This is an optimization exercise on Yosys and OpenROAD, whose aim is small area, a short achievable clock period and few clock cycles per item, not a production implementation.
At most, simulation tests tie the RTL to the original design; equivalence was not proved.
Power is estimated from default activity; no workload was simulated.

Setup of JK:
// spindle_lane
module spindle_lane (
    input  wire        clk,
    input  wire        rst,
    input  wire        in_valid,
    output wire        in_ready,
    input  wire [2:0]  in_op,
    input  wire        in_acc,
    input  wire [15:0] in_a,
    input  wire [1:0]  in_a_tag,
    input  wire [15:0] in_b,
    input  wire [1:0]  in_b_tag,
    input  wire [3:0]  in_shift,
    input  wire        in_i32,
    output reg         out_valid,
    output reg  [31:0] out_data,
    output reg  [1:0]  out_tag,
    output reg         out_cond_valid,
    output reg  [1:0]  out_cond
);
==> flow/config.mk <==
export PLATFORM = sky130hd
export DESIGN_NAME = spindle_lane
export DESIGN_NICKNAME = spindle_lane
export VERILOG_FILES = /design/flow/design.v
export SDC_FILE = /design/flow/constraint.sdc
export NUM_CORES = 4
export LEC_CHECK = 0
export CAP_MARGIN = 20
export CORE_MARGIN = 2
export CORE_UTILIZATION = 40
export SLEW_MARGIN = 20
==> flow/constraint.sdc <==
create_clock -name core_clock -period 12.0 [get_ports {clk}]
set_input_delay 2.4000 -clock core_clock [delete_from_list [all_inputs] [get_ports {clk}]]
set_output_delay 2.4000 -clock core_clock [all_outputs]
set_load 0.01 [all_outputs]
standard.sh (not shown) runs the stock make flow with config.mk's settings and CLKGATE_MAP_FILE= SYNTH_SCRIPT=/design/flow/synth_recipe.tcl, a recipe that flattens the netlist after the stock synthesis.
==> flow/flow/run.sh <==
#!/bin/bash
# The standard layout (standard.sh: ORFS synthesis to finish), with
# these make settings on top:
#  - CTS_*: clock-tree clustering;
set -euo pipefail
bash standard.sh SETUP_SLACK_MARGIN=8.7 CORE_UTILIZATION=70 PLACE_DENSITY=0.78 CTS_CLUSTER_SIZE=25 CTS_CLUSTER_DIAMETER=200 'BUFFER_PORTS_ARGS=-buffer_cell sky130_fd_sc_hd__buf_1' finish > standard.log 2>&1
[inputs] MS vs JK
diff --git a/flow/design.v b/flow/design.v
--- a/flow/design.v
+++ b/flow/design.v
@@ -48,57 +48,50 @@
                 assign d_neg[gi] = (b2 & ~in_addsub) ^ in_flip;
             end
         end
     endgenerate
     reg        a_v;
     reg [2:0]  a_op;
     reg        a_acc;
     reg [15:0] a_a;
-    reg [7:0]  bone, btwo, bneg;       
-    reg [7:0]  bone_h, btwo_h, bneg_h;  
+    reg [7:0]  bone, btwo, bneg;
     reg        a_ainv, a_binv;
     reg [3:0]  a_shift;
     reg        a_i32;
     always @(posedge clk) begin
         a_v     <= in_valid & ~rst;
         a_op    <= in_op;
         a_acc   <= in_acc;
         a_a     <= in_a;
         bone    <= d_one;
         btwo    <= d_two;
         bneg    <= d_neg;
-        bone_h  <= d_one & {8{in_valid}};
-        btwo_h  <= d_two & {8{in_valid}};
-        bneg_h  <= d_neg & {8{in_valid}};
         a_ainv  <= in_a_tag[1];
         a_binv  <= in_b_tag[1];
         a_shift <= in_shift;
         a_i32   <= in_i32;
     end
     wire is_add  = (a_op == OP_ADD);
     wire is_sub  = (a_op == OP_SUB);
     wire is_mac  = (a_op == OP_MAC);
     wire is_msub = (a_op == OP_MSUB);
     wire [16:0] ax = {a_a[15], a_a};      
     wire [16:0] pp0, pp1, pp2, pp3, pp4, pp5, pp6, pp7;
-    function [16:0] ppsel(input one, input two, input neg,
-                          input one_h, input two_h, input neg_h,
-                          input [16:0] m);
-        ppsel = {(({8{one_h}} & m[16:9]) | ({8{two_h}} & m[15:8])) ^ {8{neg_h}},
-                 (({9{one}}   & m[8:0])  | ({9{two}}   & {m[7:0], 1'b0})) ^ {9{neg}}};
+    function [16:0] ppsel(input one, input two, input neg, input [16:0] m);
+        ppsel = (({17{one}} & m) | ({17{two}} & {m[15:0], 1'b0})) ^ {17{neg}};
     endfunction
-    assign pp0 = ppsel(bone[0], btwo[0], bneg[0], bone_h[0], btwo_h[0], bneg_h[0], ax);
-    assign pp1 = ppsel(bone[1], btwo[1], bneg[1], bone_h[1], btwo_h[1], bneg_h[1], ax);
-    assign pp2 = ppsel(bone[2], btwo[2], bneg[2], bone_h[2], btwo_h[2], bneg_h[2], ax);
-    assign pp3 = ppsel(bone[3], btwo[3], bneg[3], bone_h[3], btwo_h[3], bneg_h[3], ax);
-    assign pp4 = ppsel(bone[4], btwo[4], bneg[4], bone_h[4], btwo_h[4], bneg_h[4], ax);
-    assign pp5 = ppsel(bone[5], btwo[5], bneg[5], bone_h[5], btwo_h[5], bneg_h[5], ax);
-    assign pp6 = ppsel(bone[6], btwo[6], bneg[6], bone_h[6], btwo_h[6], bneg_h[6], ax);
-    assign pp7 = ppsel(bone[7], btwo[7], bneg[7], bone_h[7], btwo_h[7], bneg_h[7], ax);
+    assign pp0 = ppsel(bone[0], btwo[0], bneg[0], ax);
+    assign pp1 = ppsel(bone[1], btwo[1], bneg[1], ax);
+    assign pp2 = ppsel(bone[2], btwo[2], bneg[2], ax);
+    assign pp3 = ppsel(bone[3], btwo[3], bneg[3], ax);
+    assign pp4 = ppsel(bone[4], btwo[4], bneg[4], ax);
+    assign pp5 = ppsel(bone[5], btwo[5], bneg[5], ax);
+    assign pp6 = ppsel(bone[6], btwo[6], bneg[6], ax);
+    assign pp7 = ppsel(bone[7], btwo[7], bneg[7], ax);
     wire [40:0] ps, pc;
     wire hs0 = pp0[10] ^ pp1[8];
     wire hc0 = pp0[10] & pp1[8];
     wire hs1 = pp0[11] ^ pp1[9];
     wire hc1 = pp0[11] & pp1[9];
     wire fs0 = pp0[12] ^ pp1[10] ^ pp2[8];
     wire fc0 = (pp0[12] & pp1[10]) | (pp0[12] & pp2[8]) | (pp1[10] & pp2[8]);
     wire hs2 = pp3[6] ^ pp4[4];
Results
Compared with JK, MS has extra setup slack. MS vs JK: via density per instance down slightly. Summary: with JK as the reference, die width in MS moved down by a few percent. JK → MS: fmax grew by 0.53%; total power shrank by 0.028 mW; clock share of power shrank by 0.6 points; area of combinational cells with multiple inputs shrank by about 3%. MS reports its critical path launch point as out_data[8]$_DFF_P_ while JK reports out_data[3]$_DFF_P_. Comparing global-route usage for MS and JK, the smaller number came from JK. Diff JK -> MS: non-clock buffer count went up by about 12%; half-perimeter wire length after placement went down by about 9%; cell count after placement went down by 117. Routed wire length went down by a few percent going from JK to MS.
Testbench counts of MS, summed over its fixed seeds: cycles 24,103, items 24,079.
For JK, only the layout was checked, not whether the RTL still works.

## re-timing with driven ports
The results above use ideal ports. As a check the final layouts listed here were re-extracted and re-timed, cells and wires unchanged.
Step 1, drivers: a clkbuf_16 drives clk and a buf_2 each remaining input, both assumed.
Step 2 times the ports against the registers' clock, not the clock port: input delays grow and output delays shrink by t, the midpoint of the rising clock arrivals with the driver on.
Slacks: no drivers / after step 1 / after step 2; pairs: no drivers / after step 1.
run | t (ns) | setup WS [ns] | hold slack, ns | pins driven straight from the clock port
JK | 0.557 | 8.634 / 8.579 / 8.241 | 0.317 / 0.317 / 0.317 | 1
MS | 0.534 | 8.651 / 8.605 / 8.389 | 0.319 / 0.319 / 0.319 | 1
After both steps every run listed still meets setup and hold. For JK, which loses most, drivers alone change the setup slack by -0.055 ns; drivers and shift together by -0.393 ns.
